Context: an optimization exercise on an open-source flow, tuned for small area, a short achievable clock period and few clock cycles per item. The choices shown serve that exercise and are no tape-out recipe. At most, simulation tests tie the RTL to the original design; equivalence was not proved. Only the layout flow was run in run 1; the RTL was not checked for function there. No activity file was given, so power comes from the tool's default toggle rates.

**design/flow/standard.sh**
```bash
#!/bin/bash
# synth_recipe.tcl (not shown) runs the flow's synth.tcl, then flattens the netlist and writes it again
# the make line also repeats each setting of config.mk as NAME=value (left out here)
make -C /OpenROAD-flow-scripts/flow DESIGN_CONFIG=/design/flow/config.mk WORK_HOME=/design/flow/orfs CLKGATE_MAP_FILE= SYNTH_SCRIPT=/design/flow/synth_recipe.tcl "${@:-finish}"
```
**design/flow/constraint.sdc**
```tcl
create_clock -name core_clock -period 20.0 [get_ports {clk}]
set_input_delay 4.0000 -clock core_clock [delete_from_list [all_inputs] [get_ports {clk}]]
set_output_delay 4.0000 -clock core_clock [all_outputs]
set_load 0.01 [all_outputs]
```
**design/flow/flow/run.sh**
```bash
#!/bin/bash
# Standard layout, with timing repair aiming well below the clock period.
set -euo pipefail
export SETUP_SLACK_MARGIN=${MARGIN:-10}
bash standard.sh > standard.log 2>&1
```
**design/flow/design.v**
```verilog
module conf_fdiv (
    input  wire               clk,
    input  wire               rst,
    input  wire               start,
    input  wire        [14:0] r0,
    input  wire        [31:0] q0,
    input  wire        [3:0]  cycles,
    input  wire               neg,
    input  wire        [14:0] divisor,
    output reg                busy,
    output wire signed [32:0] quot,
    output wire        [14:0] rem
);
    reg [14:0] r;
    reg [31:0] q;
    reg [14:0] d;
    reg [16:0] d3;
    reg        ng;
    reg [3:0]  cnt;
    function [16:0] step4;    
        input [14:0] rr;
        input [1:0]  b;
        input [14:0] dd;
        input [16:0] dd3;
        reg   [16:0] t;
        reg   [17:0] s1, s2, s3;
        begin
            t  = {rr, b};
            s1 = {1'b0, t} - {3'b0, dd};
            s2 = {1'b0, t} - {2'b0, dd, 1'b0};
            s3 = {1'b0, t} - {1'b0, dd3};
            if (!s3[17])      step4 = {2'd3, s3[14:0]};
            else if (!s2[17]) step4 = {2'd2, s2[14:0]};
            else if (!s1[17]) step4 = {2'd1, s1[14:0]};
            else              step4 = {2'd0, t[14:0]};
        end
    endfunction
    wire [16:0] s_hi = step4(r,           q[31:30], d, d3);
    wire [16:0] s_lo = step4(s_hi[14:0],  q[29:28], d, d3);
    always @(posedge clk) begin
        if (rst) begin
            busy <= 1'b0;
        end else if (start) begin
            r    <= r0;
            q    <= q0;
            d    <= divisor;
            d3   <= {2'b0, divisor} + {1'b0, divisor, 1'b0};
            ng   <= neg;
            cnt  <= cycles;
            busy <= 1'b1;
        end else if (busy) begin
            r   <= s_lo[14:0];
            q   <= {q[27:0], s_hi[16:15], s_lo[16:15]};
            cnt <= cnt - 4'd1;
            if (cnt == 4'd1) busy <= 1'b0;
        end
    end
    wire rnz = (r != 15'd0);
    assign quot = !ng ? $signed({1'b0, q}) :
                  rnz ? $signed(~{1'b0, q}) : -$signed({1'b0, q});
    assign rem  = (ng && rnz) ? (d - r) : r;
endmodule
module conf_raymap (
    input  wire        clk,
    input  wire        rst,
    input  wire [12:0] cfg_hogels_x,
    input  wire [12:0] cfg_hogels_y,
    input  wire [4:0]  cfg_views_u,
    input  wire [4:0]  cfg_views_v,
    input  wire [1:0]  cfg_lens_type,
    input  wire [1:0]  cfg_layout,
    input  wire [1:0]  cfg_view_flip,
    input  wire [7:0]  cfg_slant_p,
    input  wire [4:0]  cfg_slant_q,
    input  wire [14:0] cfg_pitch_x,
    input  wire [14:0] cfg_pitch_y,
    input  wire        req_valid,
    output wire        req_ready,
    input  wire [15:0] req_px,
    input  wire [15:0] req_py,
    input  wire [1:0]  req_k,
    output wire        map_req,
    output wire [23:0] map_addr,
    input  wire        map_ack,
    input  wire [63:0] map_data,
    output wire        res_valid,
    input  wire        res_ready,
    output wire [1:0]  res_kind,
    output wire [29:0] res_ray,
    output wire [1:0]  res_colour
);
    localparam [1:0] K_MAPPED = 2'd0, K_UNMAPPED = 2'd1, K_BLACK = 2'd2;
    reg [12:0] c_hx, c_hy;
    reg [4:0]  c_nu, c_nv;
    reg [1:0]  c_lens, c_lay, c_flip;
    reg [5:0]  c_pabs;
    reg        c_pneg;
    reg [4:0]  c_q;
    reg [14:0] c_px, c_py;
    reg [8:0]  c_nuv;
    wire [7:0] pneg_in = 8'd0 - cfg_slant_p;
    always @(posedge clk) begin
        if (rst) begin
            c_hx   <= cfg_hogels_x;
            c_hy   <= cfg_hogels_y;
            c_nu   <= cfg_views_u;
            c_nv   <= cfg_views_v;
            c_lens <= cfg_lens_type;
            c_lay  <= cfg_layout;
            c_flip <= cfg_view_flip;
            c_pneg <= cfg_slant_p[7];
            c_pabs <= cfg_slant_p[7] ? pneg_in[5:0] : cfg_slant_p[5:0];
            c_q    <= cfg_slant_q;
            c_px   <= cfg_pitch_x;
            c_py   <= cfg_pitch_y;
            c_nuv  <= cfg_views_u * cfg_views_v;
        end
    end
    wire        lens0 = (c_lens == 2'd0);
    wire        lens1 = (c_lens == 2'd1);
    wire        lens2 = (c_lens == 2'd2);
    wire        mode3 = !lens1 && c_lay[1];
    wire [13:0] hpx   = c_px[14:1];
    wire [13:0] hpy   = c_py[14:1];
    reg  [15:0] q_px [0:1];
    reg  [15:0] q_py [0:1];
    reg  [1:0]  q_k  [0:1];
    reg  [1:0]  q_li [0:1];
    reg  [16:0] q_pm [0:1];    
    reg  [1:0]  q_cnt;
    wire [1:0]  n_li = mode3 ? req_k : 2'd0;
    wire [16:0] n_pm = {1'b0, req_px} - 17'd1;
    assign req_ready = (q_cnt != 2'd2);
    wire   push = req_valid && req_ready;
    wire   pop;
    always @(posedge clk) begin
        if (rst) begin
            q_cnt <= 2'd0;
        end else begin
            if (pop) begin
                q_px[0] <= q_px[1]; q_py[0] <= q_py[1]; q_k[0] <= q_k[1];
                q_li[0] <= q_li[1]; q_pm[0] <= q_pm[1];
            end
            if (push) begin
                if (q_cnt == 2'd0 || (q_cnt == 2'd1 && pop)) begin
                    q_px[0] <= req_px; q_py[0] <= req_py; q_k[0] <= req_k;
                    q_li[0] <= n_li; q_pm[0] <= n_pm;
                end else begin
                    q_px[1] <= req_px; q_py[1] <= req_py; q_k[1] <= req_k;
                    q_li[1] <= n_li; q_pm[1] <= n_pm;
                end
            end
            q_cnt <= q_cnt + {1'b0, push} - {1'b0, pop};
        end
    end
    wire        hv    = (q_cnt != 2'd0);
    wire [15:0] h_px  = q_px[0];
    wire [15:0] h_py  = q_py[0];
    wire [1:0]  h_k   = q_k[0];
    wire [1:0]  h_li  = q_li[0];
    wire [16:0] h_pm  = q_pm[0];
    wire [1:0]  h_col = c_lay[0] ? (2'd2 - h_k) : h_k;
    wire [25:0] h_px768 = {h_px, 9'd0} + {1'b0, h_px, 8'd0};
    wire [25:0] h_x0 = (lens1 || c_lay[1]) ? (h_px768 + 26'd384)
                                           : (h_px768 + {15'd0, h_k, 8'd0} + 26'd128);
    wire [7:0]  h_k85 = {h_k, 6'd0} + {2'd0, h_k, 4'd0} + {4'd0, h_k, 2'd0} + {6'd0, h_k};
    wire [23:0] h_y  = mode3 ? ({h_py, 8'd0} + 24'd43 + {16'd0, h_k85})
                             : ({h_py, 8'd0} + 24'd128);
    reg         dx_start, dy_start;
    reg  [14:0] dx_r0, dy_r0, dx_d, dy_d;
    reg  [31:0] dx_q0, dy_q0;
    reg  [3:0]  dx_cyc, dy_cyc;
    reg         dx_neg, dy_neg;
    wire        dx_busy, dy_busy;
    wire signed [32:0] dx_quot, dy_quot;
    wire [14:0] dx_rem, dy_rem;
    conf_fdiv u_dx (.clk(clk), .rst(rst), .start(dx_start), .r0(dx_r0), .q0(dx_q0),
                    .cycles(dx_cyc), .neg(dx_neg), .divisor(dx_d),
                    .busy(dx_busy), .quot(dx_quot), .rem(dx_rem));
    conf_fdiv u_dy (.clk(clk), .rst(rst), .start(dy_start), .r0(dy_r0), .q0(dy_q0),
                    .cycles(dy_cyc), .neg(dy_neg), .divisor(dy_d),
                    .busy(dy_busy), .quot(dy_quot), .rem(dy_rem));
    reg         m_start;
    reg  [23:0] m_ain;
    reg  [12:0] m_bin;
    reg  [31:0] m_acc, m_a;
    reg  [12:0] m_b;
    reg         m_busy;
    always @(posedge clk) begin
        if (rst) begin
            m_busy <= 1'b0;
        end else if (m_start) begin
            m_acc  <= 32'd0;
            m_a    <= {8'd0, m_ain};
            m_b    <= m_bin;
            m_busy <= (m_bin != 13'd0);
        end else if (m_busy) begin
            m_acc <= m_acc + (m_b[0] ? m_a : 32'd0) + (m_b[1] ? {m_a[30:0], 1'b0} : 32'd0)
                           + (m_b[2] ? {m_a[29:0], 2'b0} : 32'd0);
            m_a   <= {m_a[28:0], 3'b000};
            m_b   <= {3'b000, m_b[12:3]};
            if (m_b[12:3] == 10'd0) m_busy <= 1'b0;
        end
    end
    reg [25:0] k256q, k768q;
    reg [14:0] k256r, k768r;
    reg [24:0] kdyq;
    reg [14:0] kdyr;
    reg signed [15:0] kdsq;
    reg [4:0]  kdsr;
    reg         l_v    [0:2];
    reg  [15:0] l_px   [0:2];
    reg  [1:0]  l_k    [0:2];
    reg  [15:0] l_py   [0:2];
    reg  signed [32:0] l_x [0:2];
    reg         l_axv  [0:2];
    reg  [27:0] l_axq  [0:2];
    reg  [14:0] l_axr  [0:2];
    reg         l_yunm [0:2];
    reg  [11:0] l_hy   [0:2];
    reg  [15:0] l_ylow [0:2];
    reg  [14:0] l_yr   [0:2];
    reg  [23:0] l_rb   [0:2];
    reg  signed [31:0] l_s [0:2];    
    reg  [4:0]  l_sr   [0:2];
    reg         l_ayv  [0:2];        
    reg         l_may  [0:2];        
    reg         c_v    [0:2];
    reg  [23:0] c_tag  [0:2];
    reg         c_blk  [0:2];
    reg  signed [11:0] c_rot [0:2];
    reg  signed [11:0] c_scl [0:2];
    reg  signed [32:0] c_eaq [0:2];
    reg  [14:0] c_ear  [0:2];
    reg  signed [32:0] c_ebq [0:2];
    reg  [14:0] c_ebr  [0:2];
    reg  [29:0] c_rb   [0:2];
    reg         c_wide [0:2];    
    localparam [3:0] S_PRE = 4'd0, S_PREW = 4'd1, S_RUN = 4'd2,
                     S_LR0 = 4'd3, S_LR1 = 4'd4, S_LR2 = 4'd5, S_LR3 = 4'd6,
                     S_AXR = 4'd7, S_AXW = 4'd8, S_PRE2 = 4'd9, S_RS0 = 4'd10,
                     S_RS1 = 4'd11, S_LR2B = 4'd12, S_AXC = 4'd13, S_AXC2 = 4'd14;
    reg [3:0] state;
    reg         t_yout, t_rbok, t_lr;
    reg  [11:0] t_ohy;
    localparam [1:0] FE_IDLE = 2'd0, FE_RD = 2'd1, FE_ST = 2'd2, FE_W = 2'd3;
    reg  [1:0]  fe;
    reg         f_pf;
    wire        lr_want;
    wire        fe_yield = (fe == FE_IDLE) || (f_pf && fe == FE_W);
    wire        fe_abort;
    wire        fe_start;
    reg  [23:0] f_idx, f_tag;
    reg  [1:0]  f_slot, last_cs;
    reg         f_blk;
    reg  signed [11:0] f_rot, f_scl;
    reg  signed [15:0] f_dx, f_dy;
    wire        L_v    = l_v[h_li];
    wire [15:0] L_px   = l_px[h_li];
    wire [1:0]  L_k    = l_k[h_li];
    wire [15:0] L_py   = l_py[h_li];
    wire signed [32:0] L_x = l_x[h_li];
    wire        L_axv  = l_axv[h_li];
    wire [27:0] L_axq  = l_axq[h_li];
    wire [14:0] L_axr  = l_axr[h_li];
    wire        L_yunm = l_yunm[h_li];
    wire [11:0] L_hy   = l_hy[h_li];
    wire [15:0] L_ylow = l_ylow[h_li];
    wire [14:0] L_yr   = l_yr[h_li];
    wire [23:0] L_rb   = l_rb[h_li];
    wire signed [31:0] L_s = l_s[h_li];
    wire [4:0]  L_sr   = l_sr[h_li];
    wire        L_ayv  = l_ayv[h_li];
    wire        L_may  = l_may[h_li];
    wire        s_same = (h_px == L_px) && (h_k == L_k);
    wire        s_nk   = !mode3 && (h_px == L_px) && (h_k == L_k + 2'd1);
    wire        s_np   = (h_pm == {1'b0, L_px}) && (mode3 || (h_k == 2'd0 && L_k == 2'd2));
    wire        lhit   = L_v && (h_py == L_py) && (s_same || s_nk || s_np);
    wire        u256   = !lens1 && (s_nk || (s_np && !mode3));
    wire        u768   = s_np && (mode3 || lens1);
    wire [15:0] r256 = {1'b0, L_axr} + {1'b0, k256r};
    wire [15:0] r768 = {1'b0, L_axr} + {1'b0, k768r};
    wire        c256 = (r256 >= {1'b0, c_px});
    wire        c768 = (r768 >= {1'b0, c_px});
    wire [14:0] ar256 = c256 ? (r256[14:0] - c_px) : r256[14:0];
    wire [14:0] ar768 = c768 ? (r768[14:0] - c_px) : r768[14:0];
    wire [27:0] aq256a = L_axq + {2'd0, k256q};
    wire [27:0] aq256b = L_axq + {2'd0, k256q} + 28'd1;
    wire [27:0] aq768a = L_axq + {2'd0, k768q};
    wire [27:0] aq768b = L_axq + {2'd0, k768q} + 28'd1;
    wire [27:0] aq256 = c256 ? aq256b : aq256a;
    wire [27:0] aq768 = c768 ? aq768b : aq768a;
    wire [27:0] axq_n = u256 ? aq256 : u768 ? aq768 : L_axq;
    wire [14:0] axr_n = u256 ? ar256 : u768 ? ar768 : L_axr;
    wire signed [32:0] x256 = L_x + 33'sd256;
    wire signed [32:0] x768 = L_x + 33'sd768;
    wire signed [32:0] xn   = u256 ? x256 : u768 ? x768 : L_x;
    wire        inr    = !xn[32] && (xn < $signed({6'd0, c_px, 12'd0}));
    wire        need_ax = !L_yunm && inr && !L_axv;
    reg         v_r2;
    reg         r2_unm;
    reg  [11:0] r2_hx, r2_hy;
    reg  [15:0] r2_xlow, r2_ylow;
    reg  [14:0] r2_xr, r2_yr;
    reg  [23:0] r2_rb;
    reg  [1:0]  r2_col, r2_li;
    wire        r2_free;
    reg         t_nax;
    wire        r1_go = ((state == S_RUN && !L_may) || (state == S_AXC2 && !t_nax))
                        && hv && lhit && r2_free;
    assign pop = r1_go;
    function may_f;
        input signed [32:0] xv;
        begin
            may_f = xv[32] && (xv[32:10] == {23{1'b1}}) && (xv[9:8] != 2'b00);
        end
    endfunction
    wire        hxbig = ({1'b0, r2_hx} >= c_hx);
    wire        unm2  = r2_unm || hxbig;
    wire [23:0] tag   = {r2_hy, r2_hx};
    wire        ch0   = c_v[0] && (c_tag[0] == tag);
    wire        ch1   = c_v[1] && (c_tag[1] == tag);
    wire        ch2   = c_v[2] && (c_tag[2] == tag);
    wire        chit  = ch0 || ch1 || ch2;
    wire [1:0]  cs    = ch0 ? 2'd0 : ch1 ? 2'd1 : 2'd2;
    wire        e_free;
    wire        r2_emit = v_r2 && (unm2 || chit) && e_free;
    wire        r2_miss = v_r2 && !unm2 && !chit;
    assign r2_free = !v_r2 || r2_emit;
    always @(posedge clk) begin
        if (rst) begin
            v_r2 <= 1'b0;
        end else if (r1_go) begin
            v_r2 <= 1'b1;
        end else if (r2_emit) begin
            v_r2 <= 1'b0;
        end
        if (r1_go) begin
            r2_unm  <= L_yunm || !inr;
            r2_hx   <= axq_n[27:16];
            r2_hy   <= L_hy;
            r2_xlow <= axq_n[15:0];
            r2_xr   <= axr_n;
            r2_ylow <= L_ylow;
            r2_yr   <= L_yr;
            r2_rb   <= L_rb;
            r2_col  <= h_col;
            r2_li   <= h_li;
        end
    end
    wire        yout_c = (h_y >= {c_py, 12'd0});
    wire [11:0] hy_c   = dy_quot[27:16];
    wire signed [32:0] x_c = $signed({7'd0, h_x0}) - L_s
                             - ((lens2 && L_hy[0]) ? $signed({19'd0, hpx}) : 33'sd0);
    wire        rs_ok  = L_v && L_ayv && ({1'b0, h_py} == {1'b0, L_py} + 17'd1);
    wire [15:0] ys     = {1'b0, L_yr} + {1'b0, kdyr};
    wire        cy     = (ys >= {1'b0, c_py});
    wire [14:0] yr_n   = cy ? (ys[14:0] - c_py) : ys[14:0];
    wire [28:0] ay_n   = {1'b0, L_hy, L_ylow} + {4'd0, kdyq} + {28'd0, cy};
    wire [11:0] hy_n   = ay_n[27:16];
    wire [5:0]  ss     = {1'b0, L_sr} + {1'b0, kdsr};
    wire        csl    = (ss >= {1'b0, c_q});
    wire [4:0]  sr_n   = csl ? (ss[4:0] - c_q) : ss[4:0];
    wire signed [31:0] s_n = L_s + kdsq + $signed({31'd0, csl});
    wire        hy_same = (L_hy == t_ohy);
    wire        hy_inc  = (L_hy == t_ohy + 12'd1);
    wire [23:0] rb_inc  = L_rb + {11'd0, c_hx};
    wire [16:0] r3w     = {1'b0, k256r, 1'b0} + {2'b0, k256r};
    wire [1:0]  c3      = (r3w >= {1'b0, c_px, 1'b0}) ? 2'd2 : (r3w >= {2'b0, c_px}) ? 2'd1 : 2'd0;
    wire        lx_inr = !L_x[32] && (L_x < $signed({6'd0, c_px, 12'd0}));
    wire signed [16:0] cxa     = $signed({3'd0, hpx}) + f_dx;
    wire signed [16:0] cya     = $signed({3'd0, hpy}) + f_dy;
    wire [16:0] cxn = 17'd0 - cxa;
    wire [16:0] cyn = 17'd0 - cya;
    wire [15:0] cxm = cxa[16] ? cxn[15:0] : cxa[15:0];
    wire [15:0] cym = cya[16] ? cyn[15:0] : cya[15:0];
    wire        cxs = (cxm < {1'b0, c_px});    
    wire        cys = (cym < {1'b0, c_py});
    always @(*) begin
        dx_start = 1'b0; dx_r0 = 15'd0; dx_q0 = 32'd0; dx_cyc = 4'd7; dx_neg = 1'b0; dx_d = c_px;
        dy_start = 1'b0; dy_r0 = 15'd0; dy_q0 = 32'd0; dy_cyc = 4'd7; dy_neg = 1'b0; dy_d = c_py;
        m_start  = 1'b0; m_ain = 24'd0; m_bin = 13'd0;
        case (state)
            S_PRE: begin
                dx_start = 1'b1; dx_q0 = 32'h1000_0000;
                dy_start = 1'b1; dy_q0 = 32'h1000_0000;
            end
            S_PREW: if (!dx_busy && !dy_busy) begin
                dx_start = lens0; dx_q0 = {2'd0, c_pabs, 8'd0, 16'd0}; dx_cyc = 4'd4;
                dx_neg = c_pneg; dx_d = {10'd0, c_q};
            end
            S_LR0: begin
                dy_start = !yout_c;
                dy_r0 = {3'd0, h_y[23:12]}; dy_q0 = {h_y[11:0], 20'd0};
                m_start = lens0; m_ain = h_y; m_bin = {7'd0, c_pabs};
            end
            S_LR1: begin
                dx_start = !m_busy;
                dx_q0 = m_acc; dx_cyc = 4'd8; dx_neg = c_pneg; dx_d = {10'd0, c_q};
            end
            S_LR2B: begin
                dx_start = !L_yunm && lx_inr;
                dx_r0 = L_x[26:12]; dx_q0 = {L_x[11:0], 20'd0};
                m_start = !L_yunm && !t_rbok; m_ain = {11'd0, c_hx}; m_bin = {1'b0, L_hy};
            end
            S_AXR: begin
                dx_start = 1'b1;
                dx_r0 = L_x[26:12]; dx_q0 = {L_x[11:0], 20'd0};
            end
            default: ;
        endcase
        if (fe_start) begin
                dx_start = 1'b1; dx_neg = !cxa[16] && (cxa != 17'sd0);
                if (cxs) begin dx_r0 = cxm[14:0]; dx_cyc = 4'd4; end
                else     begin dx_q0 = {cxm, 16'd0}; dx_cyc = 4'd8; end
                dy_start = 1'b1; dy_neg = !cya[16] && (cya != 17'sd0);
                if (cys) begin dy_r0 = cym[14:0]; dy_cyc = 4'd4; end
                else     begin dy_q0 = {cym, 16'd0}; dy_cyc = 4'd8; end
                m_start = 1'b1; m_ain = f_idx; m_bin = {4'd0, c_nuv};
        end
    end
    integer i, j;
    always @(posedge clk) begin
        if (rst) begin
            state <= S_PRE;
            for (i = 0; i < 3; i = i + 1) begin
                l_v[i] <= 1'b0;
            end
        end else begin
            if (r1_go) begin
                l_px[h_li]  <= h_px;
                l_k[h_li]   <= h_k;
                l_x[h_li]   <= xn;
                l_axq[h_li] <= axq_n;
                l_axr[h_li] <= axr_n;
                l_axv[h_li] <= L_axv && inr;
                l_may[h_li] <= !(L_axv && inr) && !L_yunm && may_f(xn);
            end
            case (state)
                S_PRE:  state <= S_PREW;
                S_PREW: if (!dx_busy && !dy_busy) begin
                    k256q <= dx_quot[25:0]; k256r <= dx_rem;
                    kdyq  <= dy_quot[24:0]; kdyr  <= dy_rem;
                    state <= S_PRE2;
                end
                S_PRE2: if (!dx_busy) begin
                    k768q <= {k256q[24:0], 1'b0} + k256q + {24'd0, c3};
                    k768r <= r3w[14:0] - ((c3 == 2'd2) ? {c_px[13:0], 1'b0} : (c3 == 2'd1) ? c_px : 15'd0);
                    kdsq  <= lens0 ? dx_quot[15:0] : 16'sd0;
                    kdsr  <= lens0 ? dx_rem[4:0] : 5'd0;
                    state <= S_RUN;
                end
                S_RUN: begin
                    if (hv && !lhit && fe_yield) begin
                        state <= rs_ok ? S_RS0 : S_LR0;
                    end else if (hv && lhit && L_may) begin
                        state      <= S_AXC;
                    end
                end
                S_AXC: begin
                    t_nax <= need_ax;
                    state <= S_AXC2;
                end
                S_AXC2: begin
                    if (t_nax) begin
                        if (fe_yield) begin
                            l_px[h_li] <= h_px;
                            l_k[h_li]  <= h_k;
                            l_x[h_li]  <= xn;
                            state      <= S_AXR;
                        end
                    end else if (r1_go) begin
                        state <= S_RUN;
                    end
                end
                S_LR0: begin
                    t_yout <= yout_c;
                    state  <= lens0 ? S_LR1 : S_LR2;
                end
                S_LR1: if (!m_busy) state <= S_LR2;
                S_LR2: if (!dx_busy && !dy_busy) begin
                    l_py[h_li]   <= h_py;
                    l_ayv[h_li]  <= !t_yout;
                    l_hy[h_li]   <= hy_c;
                    l_ylow[h_li] <= dy_quot[15:0];
                    l_yr[h_li]   <= dy_rem;
                    l_s[h_li]    <= lens0 ? dx_quot[31:0] : 32'sd0;
                    l_sr[h_li]   <= lens0 ? dx_rem[4:0] : 5'd0;
                    t_lr         <= 1'b1;
                    state        <= S_RS1;
                end
                S_RS0: begin
                    l_py[h_li]   <= h_py;
                    l_ayv[h_li]  <= !ay_n[28];
                    l_hy[h_li]   <= hy_n;
                    l_ylow[h_li] <= ay_n[15:0];
                    l_yr[h_li]   <= yr_n;
                    l_s[h_li]    <= lens0 ? s_n : 32'sd0;
                    l_sr[h_li]   <= sr_n;
                    t_ohy        <= L_hy;
                    t_lr         <= 1'b0;
                    state        <= S_RS1;
                end
                S_RS1: begin
                    l_yunm[h_li] <= !L_ayv || ({1'b0, L_hy} >= c_hy);
                    l_px[h_li]   <= h_px;
                    l_k[h_li]    <= h_k;
                    l_x[h_li]    <= x_c;
                    if (!t_lr && hy_inc) l_rb[h_li] <= rb_inc;
                    t_rbok       <= !t_lr && (hy_same || hy_inc);
                    state        <= S_LR2B;
                end
                S_LR2B: begin
                    l_axv[h_li]  <= lx_inr && !L_yunm;
                    l_may[h_li]  <= !lx_inr && !L_yunm && may_f(L_x);
                    state        <= S_LR3;
                end
                S_LR3: if (!dx_busy && !m_busy) begin
                    l_v[h_li]    <= 1'b1;
                    l_axq[h_li]  <= dx_quot[27:0];
                    l_axr[h_li]  <= dx_rem;
                    if (!t_rbok) l_rb[h_li] <= m_acc[23:0];
                    state        <= S_RUN;
                end
                S_AXR: state <= S_AXW;
                S_AXW: if (!dx_busy) begin
                    l_axv[h_li] <= 1'b1;
                    l_may[h_li] <= 1'b0;
                    l_axq[h_li] <= dx_quot[27:0];
                    l_axr[h_li] <= dx_rem;
                    state       <= S_RUN;
                end
                default: state <= S_PRE;
            endcase
        end
    end
    wire [11:0] nhx    = r2_hx + 12'd1;
    wire [23:0] ntag   = {r2_hy, nhx};
    wire        nh0    = c_v[0] && (c_tag[0] == ntag);
    wire        nh1    = c_v[1] && (c_tag[1] == ntag);
    wire        nh2    = c_v[2] && (c_tag[2] == ntag);
    wire        pf_req = !mode3 && v_r2 && !unm2 && chit && !(nh0 || nh1 || nh2)
                         && ({1'b0, nhx} < c_hx);
    wire [1:0]  cs1    = (cs == 2'd2) ? 2'd0 : cs + 2'd1;
    wire [1:0]  lcs1   = (last_cs == 2'd2) ? 2'd0 : last_cs + 2'd1;
    wire [1:0]  dem_slot = mode3 ? r2_li : lcs1;
    wire        dem_ok   = !(v1 && e_cs == dem_slot);
    wire        pf_ok    = !(v1 && e_cs == cs1);
    wire        abort    = fe_abort;
    assign lr_want  = hv && (!lhit || L_may);
    assign fe_abort = ((state == S_RUN && lr_want) || (state == S_AXC2 && t_nax)) && f_pf && (fe == FE_W);
    assign fe_start = (fe == FE_ST) && !f_blk && (state == S_RUN || state == S_AXC || state == S_AXC2);
    always @(posedge clk) begin
        if (rst) begin
            fe      <= FE_IDLE;
            last_cs <= 2'd0;
            for (j = 0; j < 3; j = j + 1) begin
                c_v[j] <= 1'b0;
            end
        end else begin
            if (r2_emit && !unm2) last_cs <= cs;
            case (fe)
                FE_IDLE: if (r2_miss) begin
                    if (dem_ok) begin
                        f_pf   <= 1'b0;
                        f_idx  <= r2_rb + {12'd0, r2_hx};
                        f_tag  <= tag;
                        f_slot <= dem_slot;
                        c_v[dem_slot] <= 1'b0;
                        fe     <= FE_RD;
                    end
                end else if (pf_req && state == S_RUN && pf_ok) begin
                    f_pf   <= 1'b1;
                    f_idx  <= r2_rb + {12'd0, nhx};
                    f_tag  <= ntag;
                    f_slot <= cs1;
                    c_v[cs1] <= 1'b0;
                    fe     <= FE_RD;
                end
                FE_RD: if (map_ack) begin
                    f_dx  <= map_data[15:0];
                    f_dy  <= map_data[31:16];
                    f_blk <= map_data[56];
                    f_rot <= map_data[43:32];
                    f_scl <= map_data[55:44];
                    fe    <= FE_ST;
                end
                FE_ST: begin
                    if (fe_start || f_blk) fe <= FE_W;
                end
                FE_W: begin
                    if (r2_miss && tag == f_tag) f_pf <= 1'b0;
                    if (!f_blk && (dx_busy || dy_busy || m_busy)) begin
                        if (abort || (f_pf && r2_miss && tag != f_tag)) fe <= FE_IDLE;
                    end else begin
                        c_tag[f_slot] <= f_tag;
                        c_blk[f_slot] <= f_blk;
                        c_rot[f_slot] <= f_rot;
                        c_scl[f_slot] <= f_scl;
                        c_eaq[f_slot] <= dx_quot;
                        c_ear[f_slot] <= dx_rem;
                        c_ebq[f_slot] <= dy_quot;
                        c_ebr[f_slot] <= dy_rem;
                        c_rb[f_slot]  <= m_acc[29:0];
                        c_wide[f_slot] <= !((dx_quot[32:17] == {16{dx_quot[32]}}) && !(!dx_quot[32] && dx_quot[16]))
                                       || !((dy_quot[32:17] == {16{dy_quot[32]}}) && !(!dy_quot[32] && dy_quot[16]));
                        c_v[f_slot]   <= 1'b1;
                        fe            <= FE_IDLE;
                    end
                end
                default: fe <= FE_IDLE;
            endcase
        end
    end
    assign map_req  = (fe == FE_RD);
    assign map_addr = f_idx;
    reg  vsk;
    wire en = !vsk;
    reg  v1, v2, v3, v4, v5;
    reg  ph;
    reg  [1:0]  e_kind, e_col, e_cs;
    reg  [15:0] e_xlow, e_ylow;
    reg  [14:0] e_xr, e_yr;
    reg  [1:0]  a_kind, a_col;
    reg  signed [33:0] a_a, a_b;
    reg  signed [11:0] a_rot, a_scl;
    reg  [29:0] a_rb;
    reg         wide_a;
    wire hold   = v2 && wide_a && !ph;
    wire e_adv  = en && !hold;
    assign e_free = !v1 || e_adv;
    always @(posedge clk) begin
        if (rst) begin
            v1 <= 1'b0;
        end else if (r2_emit) begin
            v1 <= 1'b1;
        end else if (e_adv) begin
            v1 <= 1'b0;
        end
        if (r2_emit) begin
            e_kind <= unm2 ? K_UNMAPPED : (c_blk[cs] ? K_BLACK : K_MAPPED);
            e_col  <= r2_col;
            e_cs   <= cs;
            e_xlow <= r2_xlow;
            e_xr   <= r2_xr;
            e_ylow <= r2_ylow;
            e_yr   <= r2_yr;
        end
    end
    wire [15:0] ca_s = {1'b0, e_xr} + {1'b0, c_ear[e_cs]};
    wire [15:0] cb_s = {1'b0, e_yr} + {1'b0, c_ebr[e_cs]};
    wire        ca   = (ca_s >= {1'b0, c_px});
    wire        cb   = (cb_s >= {1'b0, c_py});
    reg         a_ca, a_cb;
    always @(posedge clk) begin
        if (rst) begin
            v2 <= 1'b0;
        end else if (e_adv) begin
            v2 <= v1;
        end
        if (e_adv) begin
            a_kind <= e_kind;
            a_col  <= e_col;
            a_a    <= $signed({18'd0, e_xlow}) + c_eaq[e_cs];
            a_b    <= $signed({18'd0, e_ylow}) + c_ebq[e_cs];
            a_ca   <= ca;
            a_cb   <= cb;
            a_rot  <= c_rot[e_cs];
            a_scl  <= c_scl[e_cs];
            a_rb   <= c_rb[e_cs];
            wide_a <= (e_kind == K_MAPPED) && c_wide[e_cs];
        end
    end
    wire        lo_pass = !(wide_a && !ph);
    wire signed [17:0] m_A = !lo_pass ? $signed({a_a[33], a_a[33:17]}) :
                             wide_a ? $signed({1'b0, a_a[16:0]}) : a_a[17:0];
    wire signed [17:0] m_B = !lo_pass ? $signed({a_b[33], a_b[33:17]}) :
                             wide_a ? $signed({1'b0, a_b[16:0]}) : a_b[17:0];
    wire signed [12:0] sc1 = $signed({a_scl[11], a_scl});
    wire signed [35:0] pya = (lo_pass && a_ca) ? 36'sd65536 + sc1 : 36'sd0;
    wire signed [35:0] pyb = (lo_pass && a_cb) ? 36'sd65536 + sc1 : 36'sd0;
    wire signed [35:0] pra = (lo_pass && a_ca) ? $signed({{24{a_rot[11]}}, a_rot}) : 36'sd0;
    wire signed [35:0] prb = (lo_pass && a_cb) ? $signed({{24{a_rot[11]}}, a_rot}) : 36'sd0;
    wire signed [35:0] off = lo_pass ? 36'sd2147483648 : 36'sd0;
    wire signed [35:0] px1 = ($signed({{18{m_A[17]}}, m_A}) <<< 16) + a_scl * m_A + pya + off;
    wire signed [30:0] px2 = a_rot * m_B + $signed(prb[30:0]);
    wire signed [35:0] py1 = ($signed({{18{m_B[17]}}, m_B}) <<< 16) + a_scl * m_B + pyb + off;
    wire signed [30:0] py2 = a_rot * m_A + $signed(pra[30:0]);
    reg  signed [35:0] q_x1, q_y1;
    reg  signed [30:0] q_x2, q_y2;
    reg         q_hi;
    reg  signed [35:0] hi_a, hi_b;
    reg  [1:0]  p_kind, p_col;
    reg         p_wide;
    reg  [29:0] p_rb;
    always @(posedge clk) begin
        if (rst) begin
            v3   <= 1'b0;
            ph   <= 1'b0;
            q_hi <= 1'b0;
        end else if (en) begin
            q_hi <= hold;
            if (hold) begin
                v3 <= 1'b0;
                ph <= 1'b1;
            end else begin
                v3 <= v2;
                ph <= 1'b0;
            end
        end
        if (en) begin
            q_x1 <= px1;
            q_x2 <= px2;
            q_y1 <= py1;
            q_y2 <= py2;
            if (!hold) begin
                p_kind <= a_kind;
                p_col  <= a_col;
                p_wide <= wide_a;
                p_rb   <= a_rb;
            end
        end
    end
    wire signed [35:0] pa = q_x1 - q_x2;
    wire signed [35:0] pb = q_y1 + q_y2;
    always @(posedge clk) begin
        if (en && q_hi) begin
            hi_a <= pa;
            hi_b <= pb;
        end
    end
    wire signed [53:0] ta  = p_wide ? (($signed({{18{hi_a[35]}}, hi_a}) <<< 17) + q_x1 - q_x2)
                                    : $signed({{18{pa[35]}}, pa});
    wire signed [53:0] tb  = p_wide ? (($signed({{18{hi_b[35]}}, hi_b}) <<< 17) + q_y1 + q_y2)
                                    : $signed({{18{pb[35]}}, pb});
    reg  [1:0]  s_kind, s_col;
    reg         s_ua, s_oa, s_ub, s_ob;
    reg  [15:0] s_va, s_vb;
    reg  [29:0] s_rb;
    always @(posedge clk) begin
        if (rst) begin
            v4 <= 1'b0;
        end else if (en) begin
            v4 <= v3;
        end
        if (en) begin
            s_kind <= p_kind;
            s_col  <= p_col;
            s_ua   <= ta[53];
            s_oa   <= !ta[53] && (ta[52:32] != 21'd0);
            s_va   <= ta[31:16];
            s_ub   <= tb[53];
            s_ob   <= !tb[53] && (tb[52:32] != 21'd0);
            s_vb   <= tb[31:16];
            s_rb   <= p_rb;
        end
    end
    wire [20:0] upm = s_va * c_nu;
    wire [20:0] vpm = s_vb * c_nv;
    wire [3:0]  nu1 = c_nu[3:0] - 4'd1;
    wire [3:0]  nv1 = c_nv[3:0] - 4'd1;
    wire [3:0]  up  = s_ua ? 4'd0 : s_oa ? nu1 : upm[19:16];
    wire [3:0]  vp  = s_ub ? 4'd0 : s_ob ? nv1 : vpm[19:16];
    wire [3:0]  vu  = c_flip[0] ? (nu1 - up) : up;
    wire [3:0]  vv  = c_flip[1] ? (nv1 - vp) : vp;
    reg  [1:0]  w_kind, w_col;
    reg  [3:0]  w_vu, w_vv;
    reg  [29:0] w_rb;
    always @(posedge clk) begin
        if (rst) begin
            v5 <= 1'b0;
        end else if (en) begin
            v5 <= v4;
        end
        if (en) begin
            w_kind <= s_kind;
            w_col  <= s_col;
            w_vu   <= vu;
            w_vv   <= vv;
            w_rb   <= s_rb;
        end
    end
    wire [8:0]  w_vvnu = w_vv * c_nu;
    wire [29:0] w_ray = (w_kind == K_MAPPED) ? (w_rb + {21'd0, w_vvnu} + {26'd0, w_vu}) : 30'd0;
    reg         vo;
    reg  [1:0]  o_kind, o_col, k_kind, k_col;
    reg  [29:0] o_ray, k_ray;
    wire        o_free = !vo || res_ready;
    always @(posedge clk) begin
        if (rst) begin
            vo  <= 1'b0;
            vsk <= 1'b0;
        end else if (vsk) begin
            if (o_free) begin
                vo  <= 1'b1;
                vsk <= 1'b0;
            end
        end else if (o_free) begin
            vo <= v5;
        end else if (v5) begin
            vsk <= 1'b1;
        end
        if (vsk) begin
            if (o_free) begin
                o_kind <= k_kind; o_col <= k_col; o_ray <= k_ray;
            end
        end else if (o_free) begin
            o_kind <= w_kind; o_col <= w_col; o_ray <= w_ray;
        end else begin
            k_kind <= w_kind; k_col <= w_col; k_ray <= w_ray;
        end
    end
    assign res_valid  = vo;
    assign res_kind   = o_kind;
    assign res_ray    = o_ray;
    assign res_colour = o_col;
endmodule
```
**design/flow/config.mk**
```make
export PLATFORM = sky130hd
export DESIGN_NAME = conf_raymap
export DESIGN_NICKNAME = conf_raymap
export VERILOG_FILES = /design/flow/design.v
export SDC_FILE = /design/flow/constraint.sdc
export NUM_CORES = 4
export LEC_CHECK = 0
export ABC_CLOCK_PERIOD_IN_PS = 5000
export CAP_MARGIN = 20
export CORE_MARGIN = 2
export CORE_UTILIZATION = 40
export SLEW_MARGIN = 20
export TNS_END_PERCENT = 100
```
==> out/summary.txt, run 1 <==
Crit share post-route: 48.7%
Synthesized flop and latch total: 2656
P&R area growth vs syn: 10.9%
Core footprint: 489000 um2
Mapped Nets: 21400
Main flop type after synthesis: edfxtp_1
Register area share after synthesis: 40.5%
Reg2Reg Launch Point: k256r[0]$_DFFE_PP_
R2R depth: 37
Pin count of the biggest net entering global routing: 133
Via count: 137000
Startpoint Class: register
Worst-path clk slew: 70 ps
Clk_skew: 61.0 ps
Number of I/O port buffers: 240
Top cell type's share of synthesized area: 40.2%
Die area: 496000 um2
Nets: 21600
Total track usage: 22.6%
H-tree depth reported by CTS: 5
CP dominant cell by count: o21ai_0
Mean Syn Cell Area: 10.7 um2
R2R Setup Slk: 10270 ps
Starting Density: 40.1%
Slowest stage delay, CP: 540 ps
Final wirelength: 569000 um
CTS buffer count: 310
Placement Cell Area: 207000 um2
RSZ-0062 raised after global routing: yes
Worst setup EP type: register
Post-CTS sizing: 0
CTS Root Cell: clkbuf_16
Setup Crit Path Kind: reg -> reg
Initial antenna violation count: 37
Ys async rst share: 0%
Maximum vdd drop: 0.211 mV
Worst slew pin tran: 1250 ps
Cells after DPL: 24800
Synthesis Warnings: 7
Required @ worst endpoint: 20690 ps
Post-synth EDFFs: 2626
Final hold viol count: 0
Status: no timing/DRC/antenna violations
P per Cell Area: 121 nW/um2
Final max-slew violation count: 0
First-pass GRT wire length: 856000 um
Finished Layout Cells: 25400
Fraction of layout cells with a size suffix above 1: 5.48%
Number of global-route vias before repair: 136000
DR WL/cell: 22.4 um
Total clock sinks: 2656
Min Clock Period, post-route: 9730 ps
Fmax: 103 MHz
Post-synthesis cell area: 196000 um2
DRT Pass-1 Iters: 6
Vias/cell: 5.41
Commonest non-fill, non-tap cells in the layout: edfxtp_1, inv_1, nand2_1
Crit path max fanout: 17
DRC: 0
Post-CTS setup buffer count: 0
I/O pin cnt: 249
Total negative slack: 0 ps
Post-Synthesis Cells: 18400
Crit path max-delay cell type: edfxtp_1
Total of max-cap violations: 0
Synth area leaders: edfxtp_1, fa_1, ha_1
Finish-stage setup viols: 0
Vert. Die Dim: 704 um
Hold Path Class: reg -> reg
Post-route ant nets: 0
Die Wd: 704 um
Gpl congestion: 0.934
Unique cell type count in the Yosys netlist: 99
Critical Path AT: 10430 ps
Leading cell type in the layout, fill and taps excluded: edfxtp_1
Leak pwr: 89.1 nW
Core Rows: 257
Congestion Overflow GR: 0
Hold Startpoint: r2_xr[11]$_DFFE_PP_
TritonCTS clock tree: done
CTS Buffer Depth: 4
Clock latency on the worst-skew pair: 990 ps
Initial DRC count: 11300
Synth area leader: edfxtp_1
Dpl hpwl: 425000 um
Worst R2R End: k768q[25]$_DFFE_PP_
Worst Hold Depth: 0
Hold EP: e_xr[11]$_DFFE_PP_
Slew HR: 16.0%
Final instance area: 217000 um2
Hold_buf cts: 0
## area by class of cell
type,count,area (um2)
antenna,19,47.5
clock buffer,371,8190
clock inverter,188,2070
fill,45400,272000
inverter,2053,7720
multi-input combinational,13100,107000
sequential,2656,79500
tap,6475,8100
timing repair buffer,528,4680
## critical path, delay by kind of cell (launching register included)
kind	cells	cell delay, ps
AND/OR/NAND/NOR	5	990
AO/OA/AOI/OAI	21	5010
XOR/XNOR	1	90
buffers and inverters	4	540
flip-flops	1	540
adder cells (fa/ha/maj)	6	2220
## Yosys cell counts (all sizes together), types with 269 or more instances
library cell / number
a21o: 294
a21oi: 937
and2: 564
clkbuf: 505
edfxtp: 2626
fa: 1272
ha: 1546
inv: 2052
mux2i: 464
nand2: 1845
nor2: 1096
nor3: 269
o21ai: 969
xnor2: 853
xor2: 421
## state kept, by name, summed over array words and instances (netlist names), 45 cells and up, named ones only
register	count
l_py	48
l_px	48
l_axq	84
l_axr	45
c_ebr	45
c_rb	90
l_rb	72
c_tag	72
c_eaq	99
c_ear	45
l_yr	45
l_ylow	48
c_ebq	99
l_s	96
l_x	99
## stage by stage
stage	power (mW)	setup slack (ps)	hold slack (ps)	utilization [%]
2_1_floorplan	16.7	10040	400	-
3_3_place_gp	20.2	10490	402	42.3
3_5_place_dp	20.4	10410	405	42.3
4_1_cts	26.3	10340	405	44.4
5_1_grt	28.1	9820	410	44.5
6_report	26.3	10270	408	44.5
## cell families after synthesis
logic type | Yosys count | synth area share [%]
flip-flops | 2656 | 40.5
multiplexers | 573 | 3.00
AO/OA/AOI/OAI | 3448 | 11.0
adder cells (fa/ha/maj) | 2818 | 22.9
XOR/XNOR | 1274 | 5.69
buffers and inverters | 2643 | 5.09
AND/OR/NAND/NOR | 4950 | 11.9
## report_power, final
| group | internal, mW | switching (mW) | total (mW) |
|---|---|---|---|
| Clock | 3.36 | 2.43 | 5.79 |
| Combinational | 5.07 | 7.86 | 12.9 |
| Sequential | 7.07 | 0.487 | 7.56 |
## worst max path at each step
stage / from / end / slack [ps] / cells after the start
after floorplan: register / l_hy[0][10]$_DFFE_PP_ / 10040 / 46
after global placement: wide_a$_DFFE_PP_ / q_x1[34]$_DFFE_PN_ / 10490 / 31
after detailed placement: wide_a$_DFFE_PP_ / q_x1[34]$_DFFE_PN_ / 10410 / 31
after CTS: wide_a$_DFFE_PP_ / q_x1[34]$_DFFE_PN_ / 10340 / 31
after global routing: k256r[1]$_DFFE_PP_ / k768q[25]$_DFFE_PP_ / 9820 / 39
final: k256r[0]$_DFFE_PP_ / k768q[25]$_DFFE_PP_ / 10270 / 37
## routing by layer
| layer | share of wire (%) | vias to the layer above | GRT usage (%) | wire length, um |
|---|---|---|---|---|
| li1 | - | 64400 | - | - |
| met1 | 42 | 68000 | 29.4 | 239000 |
| met2 | 47 | 3990 | 37.6 | 265000 |
| met3 | 5.7 | 941 | 2.82 | 32400 |
| met4 | 5.5 | 2 | 10.5 | 31400 |
| met5 | 0.0023 | - | 0 | 13 |
==> inputs of run 2 (changes only) <==
--- a/design/flow/design.v
+++ b/design/flow/design.v
@@ -239,9 +239,11 @@
     localparam [3:0] S_PRE = 4'd0, S_PREW = 4'd1, S_RUN = 4'd2,
                      S_LR0 = 4'd3, S_LR1 = 4'd4, S_LR2 = 4'd5, S_LR3 = 4'd6,
                      S_AXR = 4'd7, S_AXW = 4'd8, S_PRE2 = 4'd9, S_RS0 = 4'd10,
-                     S_RS1 = 4'd11, S_LR2B = 4'd12, S_AXC = 4'd13, S_AXC2 = 4'd14;
+                     S_RS1 = 4'd11, S_LR2B = 4'd12, S_AXC = 4'd13, S_AXC2 = 4'd14,
+                     S_PRE3 = 4'd15;
     reg [3:0] state;
     reg         t_yout, t_rbok, t_lr;
+    reg  [1:0]  t_c3;
     reg  [11:0] t_ohy;
     localparam [1:0] FE_IDLE = 2'd0, FE_RD = 2'd1, FE_ST = 2'd2, FE_W = 2'd3;
     reg  [1:0]  fe;
@@ -356,7 +358,9 @@
     wire [15:0] ys     = {1'b0, L_yr} + {1'b0, kdyr};
     wire        cy     = (ys >= {1'b0, c_py});
     wire [14:0] yr_n   = cy ? (ys[14:0] - c_py) : ys[14:0];
-    wire [28:0] ay_n   = {1'b0, L_hy, L_ylow} + {4'd0, kdyq} + {28'd0, cy};
+    wire [28:0] ay_na  = {1'b0, L_hy, L_ylow} + {4'd0, kdyq};
+    wire [28:0] ay_nb  = {1'b0, L_hy, L_ylow} + {4'd0, kdyq} + 29'd1;
+    wire [28:0] ay_n   = cy ? ay_nb : ay_na;
     wire [11:0] hy_n   = ay_n[27:16];
     wire [5:0]  ss     = {1'b0, L_sr} + {1'b0, kdsr};
     wire        csl    = (ss >= {1'b0, c_q});
@@ -443,9 +447,13 @@
                     kdyq  <= dy_quot[24:0]; kdyr  <= dy_rem;
                     state <= S_PRE2;
                 end
-                S_PRE2: if (!dx_busy) begin
-                    k768q <= {k256q[24:0], 1'b0} + k256q + {24'd0, c3};
-                    k768r <= r3w[14:0] - ((c3 == 2'd2) ? {c_px[13:0], 1'b0} : (c3 == 2'd1) ? c_px : 15'd0);
+                S_PRE2: begin
+                    t_c3  <= c3;
+                    state <= S_PRE3;
+                end
+                S_PRE3: if (!dx_busy) begin
+                    k768q <= {k256q[24:0], 1'b0} + k256q + {24'd0, t_c3};
+                    k768r <= r3w[14:0] - ((t_c3 == 2'd2) ? {c_px[13:0], 1'b0} : (t_c3 == 2'd1) ? c_px : 15'd0);
                     kdsq  <= lens0 ? dx_quot[15:0] : 16'sd0;
                     kdsr  <= lens0 ? dx_rem[4:0] : 5'd0;
                     state <= S_RUN;
@@ -651,7 +659,11 @@
     wire [15:0] cb_s = {1'b0, e_yr} + {1'b0, c_ebr[e_cs]};
     wire        ca   = (ca_s >= {1'b0, c_px});
     wire        cb   = (cb_s >= {1'b0, c_py});
-    reg         a_ca, a_cb;
+    reg         a_ca, a_cb, a_lo;
+    reg  signed [17:0] a_mA, a_mB;
+    wire signed [33:0] sum_a = $signed({18'd0, e_xlow}) + c_eaq[e_cs];
+    wire signed [33:0] sum_b = $signed({18'd0, e_ylow}) + c_ebq[e_cs];
+    wire        nwide = (e_kind == K_MAPPED) && c_wide[e_cs];
     always @(posedge clk) begin
         if (rst) begin
             v2 <= 1'b0;
@@ -661,21 +673,26 @@
         if (e_adv) begin
             a_kind <= e_kind;
             a_col  <= e_col;
-            a_a    <= $signed({18'd0, e_xlow}) + c_eaq[e_cs];
-            a_b    <= $signed({18'd0, e_ylow}) + c_ebq[e_cs];
+            a_a    <= sum_a;
+            a_b    <= sum_b;
+            a_mA   <= nwide ? $signed({sum_a[33], sum_a[33:17]}) : sum_a[17:0];
+            a_mB   <= nwide ? $signed({sum_b[33], sum_b[33:17]}) : sum_b[17:0];
+            a_lo   <= !nwide;
             a_ca   <= ca;
             a_cb   <= cb;
             a_rot  <= c_rot[e_cs];
             a_scl  <= c_scl[e_cs];
             a_rb   <= c_rb[e_cs];
-            wide_a <= (e_kind == K_MAPPED) && c_wide[e_cs];
+            wide_a <= nwide;
+        end else if (en && hold) begin
+            a_mA   <= $signed({1'b0, a_a[16:0]});
+            a_mB   <= $signed({1'b0, a_b[16:0]});
+            a_lo   <= 1'b1;
         end
     end
-    wire        lo_pass = !(wide_a && !ph);
-    wire signed [17:0] m_A = !lo_pass ? $signed({a_a[33], a_a[33:17]}) :
-                             wide_a ? $signed({1'b0, a_a[16:0]}) : a_a[17:0];
-    wire signed [17:0] m_B = !lo_pass ? $signed({a_b[33], a_b[33:17]}) :
-                             wide_a ? $signed({1'b0, a_b[16:0]}) : a_b[17:0];
+    wire        lo_pass = a_lo;
+    wire signed [17:0] m_A = a_mA;
+    wire signed [17:0] m_B = a_mB;
     wire signed [12:0] sc1 = $signed({a_scl[11], a_scl});
     wire signed [35:0] pya = (lo_pass && a_ca) ? 36'sd65536 + sc1 : 36'sd0;
     wire signed [35:0] pyb = (lo_pass && a_cb) ? 36'sd65536 + sc1 : 36'sd0;
==> design/flow/flow/run.sh (replaced) <==
#!/bin/bash
# Standard layout, with timing repair aiming well below the clock period.
set -euo pipefail
export SETUP_SLACK_MARGIN=${MARGIN:-11}
bash standard.sh > standard.log 2>&1
==> run 2 against run 1 <==
Still clean. Die area is 1.2% higher. Clock power is 2% higher. Critical path depth is 13 lower. Wire length is 3.1% higher. Largest cell class unchanged. Highest routed layer unchanged.
==> out/summary.txt, run 2 <==
Setup crit end: r2_unm$_DFFE_PP_ (was k768q[25]$_DFFE_PP_)
Core Rows: 258 (was 257)
Post-synth EDFFs: 2631 (was 2626)
Fmax: 118 MHz (was 103 MHz)
Crit path max-delay cell type: buf_4 (was edfxtp_1)
CTS Root Cell: clkbuf_16 (unchanged)
Initial DRC count: 13100 (was 11300)
Crit share post-route: 42.5% (was 48.7%)
Post-Synthesis Cells: 18600 (was 18400)
Leading cell type in the layout, fill and taps excluded: edfxtp_1 (unchanged)
Layout fillers: 46100 (was 45400)
Synth area leader: edfxtp_1 (unchanged)
Final max-slew violation count: 0 (unchanged)
Final setup margin: 11500 ps (was 10270 ps)
Mean Syn Cell Area: 10.7 um2 (about the same)
Gpl congestion: 0.978 (was 0.934)
CTS Buffer Depth: 4 (unchanged)
Crit path buf inv count: 2 (was 4)
Die area: 502000 um2 (was 496000 um2)
Crit path max fanout: 40 (was 17)
Met1 usage: 31.3% (was 29.4%)
Commonest non-fill, non-tap cells in the layout: edfxtp_1, inv_1, nand2_1 (unchanged)
Synthesized flop and latch total: 2661 (was 2656)
RSZ-0062 raised after global routing: no (was yes)
Status: no timing/DRC/antenna violations (unchanged)
R2R depth: 24 (was 37)
TritonCTS clock tree: done (unchanged)
Post-synthesis cell area: 198000 um2 (was 196000 um2)
I/O pin cnt: 249 (unchanged)
Worst-path clk slew: 70 ps (about the same)
Worst R2R End: r2_unm$_DFFE_PP_ (was k768q[25]$_DFFE_PP_)
Fraction of layout cells with a size suffix above 1: 5.48% (about the same)
R2R Setup Slk: 11500 ps (was 10270 ps)
Total of max-cap violations: 0 (unchanged)
Total clock sinks: 2661 (was 2656)
GRT busiest layer: met2 (unchanged)
Critical Path AT: 9200 ps (was 10430 ps)
Min Clock Period, post-route: 8500 ps (was 9730 ps)
Top cell type's share of synthesized area: 39.8% (was 40.2%)
Most common cell in the netlist: edfxtp_1 (unchanged)
Number of I/O port buffers: 240 (unchanged)
Core footprint: 494000 um2 (was 489000 um2)
Leak pwr: 90.0 nW (was 89.1 nW)
Unique cell type count in the Yosys netlist: 107 (was 99)
Commonest cells post-synth: edfxtp_1, inv_1, nand2_1 (unchanged)
Ys async rst share: 0% (unchanged)
Critical path's top delay family: compound AO/OA/AOI/OAI gates (unchanged)
Required @ worst endpoint: 20700 ps (was 20690 ps)
Critical path depth: 24 (was 37)
Finish-stage setup viols: 0 (unchanged)
First-pass GRT wire length: 877000 um (was 856000 um)
Final hold viol count: 0 (unchanged)
CTS buffer count: 311 (was 310)
DR WL/cell: 22.9 um (was 22.4 um)
Synthesis Warnings: 7 (unchanged)
DRC: 0 (unchanged)
Synth area leaders: edfxtp_1, fa_1, ha_1 (unchanged)
Starting Density: 40.2% (was 40.1%)
Post-route ant nets: 0 (unchanged)
Hold_buf cts: 0 (unchanged)
Nets: 21800 (was 21600)
Initial antenna violation count: 50 (was 37)
Slew HR: 19.4% (was 16.0%)
Register area share after synthesis: 40.1% (was 40.5%)
Worst setup EP type: register (unchanged)
Number of global-route vias before repair: 140000 (was 136000)
Maximum vdd drop: 0.180 mV (was 0.211 mV)
Total track usage: 23.1% (was 22.6%)
Slowest stage delay, CP: 740 ps (was 540 ps)
H-tree depth reported by CTS: 5 (unchanged)
CP dominant cell by count: a21o_1 (was o21ai_0)
Dpl hpwl: 442000 um (was 425000 um)
Mapped Nets: 21600 (was 21400)
Congestion Overflow GR: 0 (unchanged)
Clk_skew: 139 ps (was 61.0 ps)
CP Cell Sequence: buf_4 -> buf_4 -> mux2_2 -> mux2i_1 -> xnor2_1 -> nor4_1 -> nand4_1 -> o21ai_1 -> a31oi_2 -> nor2_1 -> xnor2_1 -> ha_1 -> a21o_1 -> a21o_1 -> a21o_1 -> a21o_1 -> a21o_1 -> a21o_1 -> a21o_1 -> a21o_1 -> a211oi_1 -> nand4_1 -> nor3_1 -> nand2_1
Largest regs: c_eaq: 99 flops, c_ebq: 99 flops, l_x: 99 flops (unchanged)
P per Cell Area: 123 nW/um2 (was 121 nW/um2)
Pin count of the biggest net entering global routing: 137 (was 133)
Vert. Die Dim: 708 um (was 704 um)
Grt met2 use: 37.1% (was 37.6%)
Setup Crit Path Kind: reg -> reg (unchanged)
Startpoint Class: register (unchanged)
Clock latency on the worst-skew pair: 1050 ps (was 990 ps)
Met3 Track Usage GR: 3.18% (was 2.82%)
Die Wd: 708 um (was 704 um)
DRT Pass-1 Iters: 8 (was 6)
Via count: 141000 (was 137000)
Total negative slack: 0 ps (unchanged)
Placement Cell Area: 209000 um2 (was 207000 um2)
Main flop type after synthesis: edfxtp_1 (unchanged)
P&R area growth vs syn: 10.8% (was 10.9%)
Hold Path Class: reg -> reg (unchanged)
Worst slew pin tran: 1210 ps (was 1250 ps)
Setup Slack @ Placement: 10390 ps (was 10410 ps)
Vias/cell: 5.51 (was 5.41)
Final instance area: 220000 um2 (was 217000 um2)
Final wirelength: 586000 um (was 569000 um)
run 2: worst min path at each step:
stage	start	to	slack, ps	cells after the start
floorplan	e_col[0]$_DFFE_PP_	a_col[0]$_DFFE_PP_	400	0
global placement	r2_yr[7]$_DFFE_PP_	e_yr[7]$_DFFE_PP_	400	0
detailed placement	r2_xlow[4]$_DFFE_PP_	e_xlow[4]$_DFFE_PP_	400	0
CTS	r2_xr[9]$_DFFE_PP_	e_xr[9]$_DFFE_PP_	340	0
global route	r2_xr[9]$_DFFE_PP_	e_xr[9]$_DFFE_PP_	360	0
finish	r2_xr[9]$_DFFE_PP_	e_xr[9]$_DFFE_PP_	340	0
run 2: metrics by stage:
stage	utilization [%]	total power, mW	cells	hold WS, ps
final	44.5	27.0	25600	337
after global routing	44.5	28.7	25600	362
after CTS	44.5	26.9	25600	343
after detailed placement	42.4	20.9	25000	405
after global placement	42.4	20.8	25000	401
after floorplan	-	17.0	18600	400
run 2: cell type report:
| type | instances | area (um2) | share of cell area [%] |
|---|---|---|---|
| sequential | 2661 | 79600 | 36.2 |
| timing repair buffer | 535 | 4690 | 2.13 |
| clock buffer | 355 | 8080 | 3.68 |
| clock inverter | 206 | 2420 | 1.10 |
| antenna | 28 | 70.1 | 0.0319 |
| inverter | 2023 | 7620 | 3.46 |
| tap | 6500 | 8130 | 3.70 |
| multi-input combinational | 13300 | 109000 | 49.7 |
run 2: cell families after synthesis:
kind of cell             share of synthesized area (%)
AO/OA/AOI/OAI                                     11.6
XOR/XNOR                                          5.55
adder cells (fa/ha/maj)                           22.6
buffers and inverters                             5.01
flip-flops                                        40.1
multiplexers                                      3.13
AND/OR/NAND/NOR                                   12.0
run 2: repair_timing:
| action | in CTS | in global routing |
|---|---|---|
| gates resized for setup | 3 | 8 |
| pin swaps | 0 | 0 |
| buffers inserted | 0 | 1 |
| endpoints found under the hold margin | 0 | 0 |
| setup endpoints to repair | 63 | 69 |
run 2: routing by layer:
layer  vias up  share of wire [%]
met2      4719                 45
li1      65600                  -
met4        10                4.9
met3      1022                7.2
met1     69900                 43
met5         -              0.011
run 2: where the power goes:
group	switching (mW)	internal (mW)	total, mW	leakage, nW
sequential	0.531	7.10	7.63	24.9
clock	2.49	3.40	5.89	5.10
combinational	8.34	5.17	13.5	60.0
total	11.4	15.7	27.0	90.0
Testbench counts of run 2, summed over its fixed seeds: cycles 18,314, items 11,520.
==> inputs of run 3 (changes only) <==
==> design/flow/run.sh (new file) <==
#!/bin/bash
# synth_recipe.tcl (not shown) runs the flow's synth.tcl, then flattens the netlist and writes it again
# the make line also repeats each setting of config.mk as NAME=value (left out here)
make -C /OpenROAD-flow-scripts/flow DESIGN_CONFIG=/design/flow/config.mk WORK_HOME=/design/flow/orfs CLKGATE_MAP_FILE= SYNTH_SCRIPT=/design/flow/synth_recipe.tcl finish
--- a/design/flow/config.mk
+++ b/design/flow/config.mk
@@ -10,4 +10,3 @@
 export CORE_MARGIN = 2
 export CORE_UTILIZATION = 40
 export SLEW_MARGIN = 20
-export TNS_END_PERCENT = 100
removed: design/flow/flow/run.sh
removed: design/flow/standard.sh
==> run 3 against run 2 <==
Still clean on timing, DRC and antenna. Die area did not move. Sequential power about the same. Critical path depth is 4 higher. Non-clock buffer count up 1. Clock-buffer cell count grew 7. Final area fell by 0.17%. Largest cell class unchanged.
==> out/summary.txt, run 3 <==
Hold Path Class: reg -> reg (unchanged)
Synthesized flop and latch total: 2661 (unchanged)
Die Wd: 708 um (unchanged)
Ys async rst share: 0% (unchanged)
Post-CTS sizing: 0 (was 3)
Commonest non-fill, non-tap cells in the layout: edfxtp_1, inv_1, nand2_1 (unchanged)
Most common cell in the netlist: edfxtp_1 (unchanged)
Core footprint: 494000 um2 (unchanged)
Critical Path AT: 9610 ps (was 9200 ps)
Gpl congestion: 0.968 (was 0.978)
Total of max-cap violations: 0 (unchanged)
Clk pwr share: 21.3% (was 21.8%)
Synth area leader: edfxtp_1 (unchanged)
Fmax: 111 MHz (was 118 MHz)
Mean Syn Cell Area: 10.7 um2 (unchanged)
Unique cell type count in the Yosys netlist: 107 (unchanged)
Register area share after synthesis: 40.1% (unchanged)
Total track usage: 23.2% (was 23.1%)
Finished Layout Cells: 25600 (about the same)
Post-CTS setup buffer count: 0 (unchanged)
CTS Root Cell: clkbuf_16 (unchanged)
Slew HR: 13.1% (was 19.4%)
Post-synthesis cell area: 198000 um2 (unchanged)
Gate power share: 50.2% (was 50.0%)
Initial DRC count: 11900 (was 13100)
Commonest cells post-synth: edfxtp_1, inv_1, nand2_1 (unchanged)
Dpl hpwl: 445000 um (was 442000 um)
Largest regs: c_eaq: 99 flops, c_ebq: 99 flops, l_x: 99 flops (unchanged)
Crit path buf inv count: 1 (was 2)
Top cell type's share of synthesized area: 39.8% (unchanged)
Final wirelength: 590000 um (was 586000 um)
Startpoint Class: register (unchanged)
Worst-path clk slew: 60 ps (was 70 ps)
Min Clock Period, post-route: 8980 ps (was 8500 ps)
Congestion Overflow GR: 0 (unchanged)
CTS buffer count: 309 (was 311)
Required @ worst endpoint: 20630 ps (was 20700 ps)
Synth area leaders: edfxtp_1, fa_1, ha_1 (unchanged)
First-pass GRT wire length: 879000 um (was 877000 um)
Worst slew pin tran: 1290 ps (was 1210 ps)
Sw Share: 42.2% (was 42.0%)
Total negative slack: 0 ps (unchanged)
Starting Density: 40.2% (unchanged)
DRT Pass-1 Iters: 6 (was 8)
Hold Startpoint: r2_ylow[14]$_DFFE_PP_ (was r2_xr[9]$_DFFE_PP_)
Status: no timing/DRC/antenna violations (unchanged)
Post-route ant nets: 0 (unchanged)
Post-Synthesis Cells: 18600 (unchanged)
DRC: 0 (unchanged)
Crit share post-route: 44.9% (was 42.5%)
I/O pin cnt: 249 (unchanged)
Mapped Nets: 21600 (unchanged)
Slowest stage delay, CP: 940 ps (was 740 ps)
RSZ-0062 raised after global routing: no (unchanged)
CP dominant cell by count: a21oi_1 (was a21o_1)
Clock latency on the worst-skew pair: 1010 ps (was 1050 ps)
Clk_skew: 108 ps (was 139 ps)
Total clock sinks: 2661 (unchanged)
Core Rows: 258 (unchanged)
Synthesis Warnings: 7 (unchanged)
TritonCTS clock tree: done (unchanged)
Critical path depth: 28 (was 24)
Post-synth EDFFs: 2631 (unchanged)
Initial antenna violation count: 41 (was 50)
Net switching power: 11.3 mW (was 11.4 mW)
R2R Setup Slk: 11020 ps (was 11500 ps)
Share of power burned in registers: 28.5% (was 28.2%)
Die area: 502000 um2 (unchanged)
Leak pwr: 89.7 nW (was 90.0 nW)
Setup Crit Path Kind: reg -> reg (unchanged)
Final max-slew violation count: 0 (unchanged)
Internal power: 15.5 mW (was 15.7 mW)
Setup crit end: r2_hx[10]$_DFFE_PP_ (was r2_unm$_DFFE_PP_)
P per Cell Area: 122 nW/um2 (was 123 nW/um2)
Number of global-route vias before repair: 139000 (was 140000)
Number of I/O port buffers: 240 (unchanged)
Pin count of the biggest net entering global routing: 136 (was 137)
Finish-stage setup viols: 0 (unchanged)
Crit path max fanout: 26 (was 40)
Nets: 21800 (about the same)
P&R area growth vs syn: 10.7% (was 10.8%)
Cells after DPL: 25000 (about the same)
H-tree depth reported by CTS: 5 (unchanged)
Vert. Die Dim: 708 um (unchanged)
CTS Buffer Depth: 4 (unchanged)
Vias/cell: 5.51 (about the same)
Hold_buf cts: 0 (unchanged)
Worst setup EP type: register (unchanged)
Crit path max-delay cell type: nor2_1 (was buf_4)
Worst R2R End: r2_hx[10]$_DFFE_PP_ (was r2_unm$_DFFE_PP_)
Critical path's top delay family: compound AO/OA/AOI/OAI gates (unchanged)
Main flop type after synthesis: edfxtp_1 (unchanged)
R2R depth: 28 (was 24)
Fraction of layout cells with a size suffix above 1: 5.41% (was 5.48%)
Via count: 141000 (about the same)
Maximum vdd drop: 0.149 mV (was 0.180 mV)
Leading cell type in the layout, fill and taps excluded: edfxtp_1 (unchanged)
DR WL/cell: 23.0 um (was 22.9 um)
Final hold viol count: 0 (unchanged)
run 3: cell counts after synthesis:
No cell type changed its count.
run 3: area by class of cell:
class | instances | area [um2]
fill | 46200 | 274000
multi-input combinational | 13300 | 109000
sequential | 2661 | 79600
tap | 6500 | 8130
clock buffer | 362 | 8020
inverter | 2023 | 7620
timing repair buffer | 536 | 4690
clock inverter | 187 | 2110
antenna | 30 | 75.1
run 3: metrics by stage:
step	util (%)	hold slack (ps)	setup WS (ps)	area (um2)	power (mW)
floorplan	-	400	1720	198000	17.0
global placement	42.4	401	10920	209000	20.8
detailed placement	42.4	405	10860	209000	21.0
CTS	44.4	396	11230	219000	26.8
global route	44.4	400	10760	220000	28.6
finish	44.5	399	11020	220000	26.9
run 3: metal layers:
layer  part of all wire [%]  wire, um  vias up  track usage [%]
li1                       -         -    65600                -
met1                     43    254000    70000             31.4
met2                     45    268000     4420             37.4
met3                    6.8     39900      934             3.12
met4                    4.8     28400       10             9.60
met5                  0.012        69        -                0
run 3: cells by family (layout without fill, tap and decap cells):
| group | after synthesis | count (layout) | share of synthesized area [%] |
|---|---|---|---|
| compound gates | 3636 | 3636 | 11.6 |
| xor+xnor | 1254 | 1254 | 5.55 |
| fa+ha+maj | 2821 | 2821 | 22.6 |
| buf+inv | 2616 | 3108 | 5.01 |
| flops | 2661 | 2661 | 40.1 |
| mux | 607 | 607 | 3.13 |
| other cells | 0 | 30 | 0 |
| simple gates | 4990 | 4990 | 12.0 |
run 3: worst min path at each step:
stage | endpoint | cells after the start
after floorplan | a_col[0]$_DFFE_PP_ | 0
final | e_ylow[14]$_DFFE_PP_ | 0
after detailed placement | e_xr[2]$_DFFE_PP_ | 0
after global placement | e_yr[7]$_DFFE_PP_ | 0
after CTS | e_ylow[14]$_DFFE_PP_ | 0
after global routing | e_ylow[14]$_DFFE_PP_ | 0
run 3: power groups by stage:
stage | clock (mW) | sequential (mW) | combinational (mW)
CTS | 5.85 | 7.63 | 13.3
detailed placement | 0 | 7.75 | 13.2
floorplan | 0 | 7.44 | 9.52
global route | 6.05 | 7.68 | 14.9
global placement | 0 | 7.74 | 13.1
finish | 5.74 | 7.65 | 13.5

==> port drivers added, routing unchanged <==
In the flow no input, the clock included, has a driving cell. The finished layouts below were timed again as built, in two steps. Step 1 sets driving cells, clkbuf_16 on the clock port and buf_2 on the other inputs (assumed; they add their load-dependent delay and slew). Step 2 also shifts input and output timing later by t, the mid clock arrival at the registers, as if the neighbouring blocks saw the same clock. a / b / c = ideal / step 1 / step 2; a / b = the first two.
| run | t (ns) | setup slack, ns | hold WS [ns] | cell pins on the clock port's net |
|---|---|---|---|---|
| run 1 | 1.070 | 10.269 / 10.269 / 10.269 | 0.408 / 0.408 / 0.408 | 1 |
| run 2 | 1.105 | 11.501 / 11.501 / 11.501 | 0.337 / 0.337 / 0.337 | 1 |
| run 3 | 1.073 | 11.024 / 11.024 / 10.811 | 0.399 / 0.399 / 0.399 | 1 |
After both steps every run listed still meets setup and hold. For run 3, which loses most, drivers alone change the setup slack by 0.000 ns; drivers and shift together by -0.213 ns.
